Context: an optimization exercise on an open-source flow, tuned for small area, a short achievable clock period and few clock cycles per item. The choices shown serve that exercise and are no tape-out recipe.

// rafter_level
module rafter_level (
    input  wire        clk,
    input  wire        rst,
    input  wire        in_valid,
    output wire        in_ready,
    input  wire [9:0]  floor_lvl,
    input  wire [9:0]  intensity,
    input  wire [9:0]  wave_min,
    input  wire [9:0]  wave_max,
    input  wire        c0_hit,
    input  wire [9:0]  c0_level,
    input  wire        c1_hit,
    input  wire [9:0]  c1_level,
    input  wire        follow,
    input  wire [15:0] y,
    input  wire [15:0] yage,
    input  wire [15:0] dl_timeout,
    input  wire [9:0]  dl_lo,
    input  wire [9:0]  dl_hi,
    input  wire [9:0]  dl_min,
    input  wire [15:0] ramp_up,
    input  wire [15:0] ramp_down,
    input  wire [9:0]  deadband,
    input  wire [15:0] refresh,
    input  wire        tick,
    input  wire [15:0] l_in,
    input  wire [9:0]  last_sent_in,
    input  wire        c0_active_in,
    input  wire        pending_in,
  ...
Size in the first run: about 2700 cells after synthesis, about 500 flip-flops, about 300 I/O pins, ~33000 um^2 of cells after synthesis.
clock: 70.0 ns
lec_check: 0
cap_margin: 20
core_margin: 2
core_utilization: 40
cts_cluster_size: 22
slew_margin: 20
run.sh (not shown) runs the stock make flow with config.mk's settings and CLKGATE_MAP_FILE= SYNTH_SCRIPT=/design/flow/synth_recipe.tcl, a recipe that flattens the netlist after the stock synthesis.
Next try:
--- a/flow/design.v
+++ b/flow/design.v
@@ -442,27 +442,24 @@
         rm2_p3 <= rm2;
     end
     wire [12:0] ds1 = add12g({1'b0, rm2_p3, cb1_p3}, {2'b01, nsp_p3}, 1'b1);
     wire [0:0] q1 = ds1[11];
     wire [9:0] rm1 = q1 ? ds1[9:0] : {rm2_p3[8:0], cb1_p3};
     wire [12:0] ds0 = add12g({1'b0, rm1, cb0_p3}, {2'b01, nsp_p3}, 1'b1);
     wire [0:0] q0 = ds0[11];
-    wire [10:0] ub = {1'b0, ls_p3} + {1'b0, db_p3};
-    wire [10:0] lbv = {1'b0, ls_p3} - {1'b0, db_p3};
-    wire [0:0] f_lo = ge16({6'd0, l_lo_p3[15:6]}, {5'd0, ub}) || (!lbv[10] && ge16({6'd0, lbv[9:0]}, {6'd0, l_lo_p3[15:6]}));
-    wire [0:0] f_hi = ge16({6'd0, l_hi_p3[15:6]}, {5'd0, ub}) || (!lbv[10] && ge16({6'd0, lbv[9:0]}, {6'd0, l_hi_p3[15:6]}));
-    wire [0:0] ne_lo = l_lo_p3[15:6] != ls_p3;
+    wire [10:0] ub = add16({6'd0, ls_p3}, {6'd0, db_p3}, 1'b0);
+    wire [10:0] lbv = add16({6'd0, ls_p3}, {6'h3f, ~db_p3}, 1'b1);
     wire [9:0] ceiling = ~{q9_p3, q8_p3, q7_p3, q6_p3, q5_p3, q4_p3, q3_p3, q2_p3, q1, q0};
     wire [9:0] target = ge16g({6'd0, pre_p3}, {6'd0, ceiling}) ? ceiling : pre_p3;
     wire [0:0] below = !ge16g({target, 6'd0}, l_lo_p3);
     wire [0:0] above = !ge16g({6'd0, l_hi_p3[15:6]}, {6'd0, target});
     wire [15:0] l_new = below ? l_lo_p3 : above ? l_hi_p3 : {target, 6'd0};
-    wire [0:0] f_t = ge16g({6'd0, target}, {5'd0, ub}) || (!lbv[10] && ge16g({6'd0, lbv[9:0]}, {6'd0, target}));
-    wire [0:0] eq = below ? (l_lo_p3[15:6] == target && ne_lo) : !above && target != ls_p3;
-    wire [0:0] fd = below ? f_lo : above ? f_hi : f_t;
+    wire [9:0] lvl = l_new[15:6];
+    wire [0:0] fd = ge16g({6'd0, lvl}, {5'd0, ub}) || (!lbv[10] && ge16g({6'd0, lbv[9:0]}, {6'd0, lvl}));
+    wire [0:0] eq = lvl == target && lvl != ls_p3;
     wire [0:0] other = rel_p3 || fd || eq;
     wire [0:0] pend = !c0_p3 && (other || p_b_p3);
     wire [0:0] ronly = !c0_p3 && !other && r_b_p3;
     reg  [15:0] h_l_out, k_l_out;
     reg  [9:0] h_last_sent_out, k_last_sent_out;
     reg  [0:0] h_c0_active_out, k_c0_active_out;
     reg  [0:0] h_pending_out, k_pending_out;
Outcome: Sequential share of layout area came out higher by 0.57 points. Clock-buffer cell count came out higher by 4. Routed wire length came out lower by 4.9%. Via count came out lower by 2.1%. Worst setup slack degrades by 1.7 ns. Die area came out lower by 1.9%. Utilization came out higher by 0.66 points. Final area came out lower by 1.5%. Flip-flop and latch count is unchanged. Critical path depth came out higher by 81. Cell count came out lower by 2.1%. Hold slack degrades by 0.028 ns.
No functional check of the RTL was part of any run of this note.

* * *

Another version of the RTL of rafter_level (not shown whole).
For scale: roughly 2900 cells after synthesis, ~0.031 mm^2 of cells after synthesis.
Settings: LEC_CHECK=0, ABC_AREA=1, CAP_MARGIN=20, CORE_MARGIN=2, CORE_UTILIZATION=40, CTS_CLUSTER_DIAMETER=100, CTS_CLUSTER_SIZE=26, SLEW_MARGIN=20; clock period 70.0 ns.
standard.sh (not shown) runs the stock make flow with config.mk's settings and CLKGATE_MAP_FILE= SYNTH_SCRIPT=/design/flow/synth_recipe.tcl, a recipe that flattens the netlist after the stock synthesis.
==> flow/flow/run.sh <==
#!/bin/bash
# The standard layout (standard.sh, unchanged synthesis and steps), except that
# buffer_ports puts a sky130_fd_sc_hd__buf_1 on every input and output port instead
# of the delay-cell buffer it picks by default.
set -euo pipefail
export BUFFER_PORTS_ARGS="-buffer_cell sky130_fd_sc_hd__buf_1"
bash standard.sh > flow.log 2>&1
Edit:
--- a/flow/design.v
+++ b/flow/design.v
@@ -393,13 +393,13 @@
     wire [12:0] ds5 = add12g({1'b0, rm6, cb5_p2}, {2'b01, nsp_p2}, 1'b1);
     wire [0:0] q5 = ds5[11];
     wire [9:0] rm5 = q5 ? ds5[9:0] : {rm6[8:0], cb5_p2};
     wire [12:0] ds4 = add12g({1'b0, rm5, cb4_p2}, {2'b01, nsp_p2}, 1'b1);
     wire [0:0] q4 = ds4[11];
     wire [9:0] rm4 = q4 ? ds4[9:0] : {rm5[8:0], cb4_p2};
-    wire [12:0] ds3 = add12({1'b0, rm4, cb3_p2}, {2'b01, nsp_p2}, 1'b1);
+    wire [12:0] ds3 = add12g({1'b0, rm4, cb3_p2}, {2'b01, nsp_p2}, 1'b1);
     wire [0:0] q3 = ds3[11];
     wire [9:0] rm3 = q3 ? ds3[9:0] : {rm4[8:0], cb3_p2};
     reg  [9:0] ls_p3;
     reg  [0:0] c0_p3;
     reg  [0:0] rel_p3;
     reg  [0:0] p_b_p3;
@@ -442,19 +442,19 @@
         q6_p3 <= q6;
         q5_p3 <= q5;
         q4_p3 <= q4;
         q3_p3 <= q3;
         rm3_p3 <= rm3;
     end
-    wire [12:0] ds2 = add12({1'b0, rm3_p3, cb2_p3}, {2'b01, nsp_p3}, 1'b1);
+    wire [12:0] ds2 = add12g({1'b0, rm3_p3, cb2_p3}, {2'b01, nsp_p3}, 1'b1);
     wire [0:0] q2 = ds2[11];
     wire [9:0] rm2 = q2 ? ds2[9:0] : {rm3_p3[8:0], cb2_p3};
-    wire [12:0] ds1 = add12({1'b0, rm2, cb1_p3}, {2'b01, nsp_p3}, 1'b1);
+    wire [12:0] ds1 = add12g({1'b0, rm2, cb1_p3}, {2'b01, nsp_p3}, 1'b1);
     wire [0:0] q1 = ds1[11];
     wire [9:0] rm1 = q1 ? ds1[9:0] : {rm2[8:0], cb1_p3};
-    wire [12:0] ds0 = add12({1'b0, rm1, cb0_p3}, {2'b01, nsp_p3}, 1'b1);
+    wire [12:0] ds0 = add12g({1'b0, rm1, cb0_p3}, {2'b01, nsp_p3}, 1'b1);
     wire [0:0] q0 = ds0[11];
     wire [10:0] ub = add16({6'd0, ls_p3}, {6'd0, db_p3}, 1'b0);
     wire [10:0] lbv = add16({6'd0, ls_p3}, {6'h3f, ~db_p3}, 1'b1);
     wire [9:0] ceiling = ~{q9_p3, q8_p3, q7_p3, q6_p3, q5_p3, q4_p3, q3_p3, q2, q1, q0};
     wire [9:0] target = ge16g({6'd0, pre_p3}, {6'd0, ceiling}) ? ceiling : pre_p3;
     wire [0:0] below = !ge16g({target, 6'd0}, l_lo_p3);
Worst hold slack gets better by 0.0081 ns.
Sequential share of layout area came out lower by 0.32 points.
Die area rises by 1.2%.
Final cell count climbs by 1.8%.
Wire length climbs by about 2%.
No functional check of the RTL was part of any run of this note.

* * *

Another version of the RTL of rafter_level (not shown whole).
Size: ~500 flip-flops, about 300 I/O pins, roughly 31000 um2 of cells after synthesis.
==> flow/config.mk <==
export PLATFORM = sky130hd
export DESIGN_NAME = rafter_level
export DESIGN_NICKNAME = rafter_level
export VERILOG_FILES = /design/flow/design.v
export SDC_FILE = /design/flow/constraint.sdc
export NUM_CORES = 4
export LEC_CHECK = 0
export ABC_AREA = 1
export CAP_MARGIN = 20
export CORE_MARGIN = 2
export CORE_UTILIZATION = 40
export CTS_CLUSTER_DIAMETER = 100
export CTS_CLUSTER_SIZE = 26
export SLEW_MARGIN = 20
==> flow/constraint.sdc <==
create_clock -name core_clock -period 70.0 [get_ports {clk}]
set_input_delay 14.0000 -clock core_clock [delete_from_list [all_inputs] [get_ports {clk}]]
set_output_delay 14.0000 -clock core_clock [all_outputs]
set_load 0.01 [all_outputs]
run.sh (not shown) runs the stock make flow with config.mk's settings and CLKGATE_MAP_FILE= SYNTH_SCRIPT=/design/flow/synth_recipe.tcl, a recipe that flattens the netlist after the stock synthesis.
Stock flow here: none of the scripts above is used.
The baseline passed the timing, design-rule and antenna checks.
Edit:
--- a/flow/design.v
+++ b/flow/design.v
@@ -441,34 +441,34 @@
         q7_p3 <= q7;
         q6_p3 <= q6;
         q5_p3 <= q5;
         q4_p3 <= q4;
         q3_p3 <= q3;
         rm3_p3 <= rm3;
     end
     wire [12:0] ds2 = add12g({1'b0, rm3_p3, cb2_p3}, {2'b01, nsp_p3}, 1'b1);
     wire [0:0] q2 = ds2[11];
     wire [9:0] rm2 = q2 ? ds2[9:0] : {rm3_p3[8:0], cb2_p3};
-    wire [12:0] ds1 = add12g({1'b0, rm2, cb1_p3}, {2'b01, nsp_p3}, 1'b1);
+    wire [12:0] ds1 = add12({1'b0, rm2, cb1_p3}, {2'b01, nsp_p3}, 1'b1);
     wire [0:0] q1 = ds1[11];
     wire [9:0] rm1 = q1 ? ds1[9:0] : {rm2[8:0], cb1_p3};
-    wire [12:0] ds0 = add12g({1'b0, rm1, cb0_p3}, {2'b01, nsp_p3}, 1'b1);
+    wire [12:0] ds0 = add12({1'b0, rm1, cb0_p3}, {2'b01, nsp_p3}, 1'b1);
     wire [0:0] q0 = ds0[11];
     wire [10:0] ub = add16({6'd0, ls_p3}, {6'd0, db_p3}, 1'b0);
     wire [10:0] lbv = add16({6'd0, ls_p3}, {6'h3f, ~db_p3}, 1'b1);
     wire [9:0] ceiling = ~{q9_p3, q8_p3, q7_p3, q6_p3, q5_p3, q4_p3, q3_p3, q2, q1, q0};
-    wire [9:0] target = ge16({6'd0, pre_p3}, {6'd0, ceiling}) ? ceiling : pre_p3;
-    wire [0:0] below = !ge16({target, 6'd0}, l_lo_p3);
-    wire [0:0] above = !ge16({6'd0, l_hi_p3[15:6]}, {6'd0, target});
+    wire [9:0] target = ge16g({6'd0, pre_p3}, {6'd0, ceiling}) ? ceiling : pre_p3;
+    wire [0:0] below = !ge16g({target, 6'd0}, l_lo_p3);
+    wire [0:0] above = !ge16g({6'd0, l_hi_p3[15:6]}, {6'd0, target});
     wire [15:0] l_new = below ? l_lo_p3 : above ? l_hi_p3 : {target, 6'd0};
     wire [9:0] lvl = l_new[15:6];
-    wire [0:0] fd = ge16({6'd0, lvl}, {5'd0, ub}) || (!lbv[10] && ge16({6'd0, lbv[9:0]}, {6'd0, lvl}));
+    wire [0:0] fd = ge16g({6'd0, lvl}, {5'd0, ub}) || (!lbv[10] && ge16g({6'd0, lbv[9:0]}, {6'd0, lvl}));
     wire [0:0] eq = lvl == target && lvl != ls_p3;
     wire [0:0] other = rel_p3 || fd || eq;
     wire [0:0] pend = !c0_p3 && (other || p_b_p3);
     wire [0:0] ronly = !c0_p3 && !other && r_b_p3;
     reg  [15:0] h_l_out, k_l_out;
     reg  [9:0] h_last_sent_out, k_last_sent_out;
     reg  [0:0] h_c0_active_out, k_c0_active_out;
     reg  [0:0] h_pending_out, k_pending_out;
     reg  [0:0] h_refresh_only_out, k_refresh_only_out;
     reg  [15:0] h_refresh_tmr_out, k_refresh_tmr_out;
The new run completed with no timing, DRC or antenna violations.
Global-route usage grows by 0.12 points.
Die area stays flat.
Routed wire length grows slightly.
Cell count is unchanged.
Flip-flop and latch count does not change.
Via count stays flat.
Critical path depth stays the same.
Cell area is about the same.
Area after synthesis barely changes.
No functional check of the RTL was part of any run of this note.

==> static timing again, ports no longer ideal <==
How much do the figures lean on ideal ports? The routed layouts below were timed once more, with nothing changed but the port constraints.
Step 1 assumes that a clkbuf_16 drives the clock port and a buf_2 every other input.
Step 2 adds t to the input delays and takes it off the output delays; t is the mean of the earliest and latest rising clock arrival at the registers after step 1. Input paths then give back, and output paths get back, about the clock's delay inside the block.
a / b / c = ideal ports / drivers / drivers and shift; a / b = the first two.
run	shift t [ns]	slack for setup (ns)	hold WS [ns]	latest minus earliest clock arrival (ns)	worst register clock-pin slew, ns
the first run of note 1	0.676	54.443 / 54.378 / 54.026	0.409 / 0.409 / 0.409	0.036 / 0.037	0.06 / 0.06
the second run of note 1	0.686	52.727 / 52.727 / 52.727	0.381 / 0.381 / 0.381	0.069 / 0.069	0.08 / 0.08
the first run of note 2	0.672	54.796 / 54.735 / 54.557	0.410 / 0.410 / 0.410	0.039 / 0.038	0.10 / 0.10
the second run of note 2	0.677	54.774 / 54.709 / 54.786	0.418 / 0.418 / 0.418	0.018 / 0.018	0.10 / 0.10
the first run of note 3	0.654	54.453 / 54.390 / 54.126	0.421 / 0.421 / 0.421	0.036 / 0.036	0.11 / 0.11
the second run of note 3	0.670	54.418 / 54.357 / 54.150	0.417 / 0.417 / 0.417	0.043 / 0.043	0.11 / 0.11
After both steps every run listed still meets setup and hold. For the first run of note 1, which loses most, drivers alone change the setup slack by -0.065 ns; drivers and shift together by -0.417 ns.
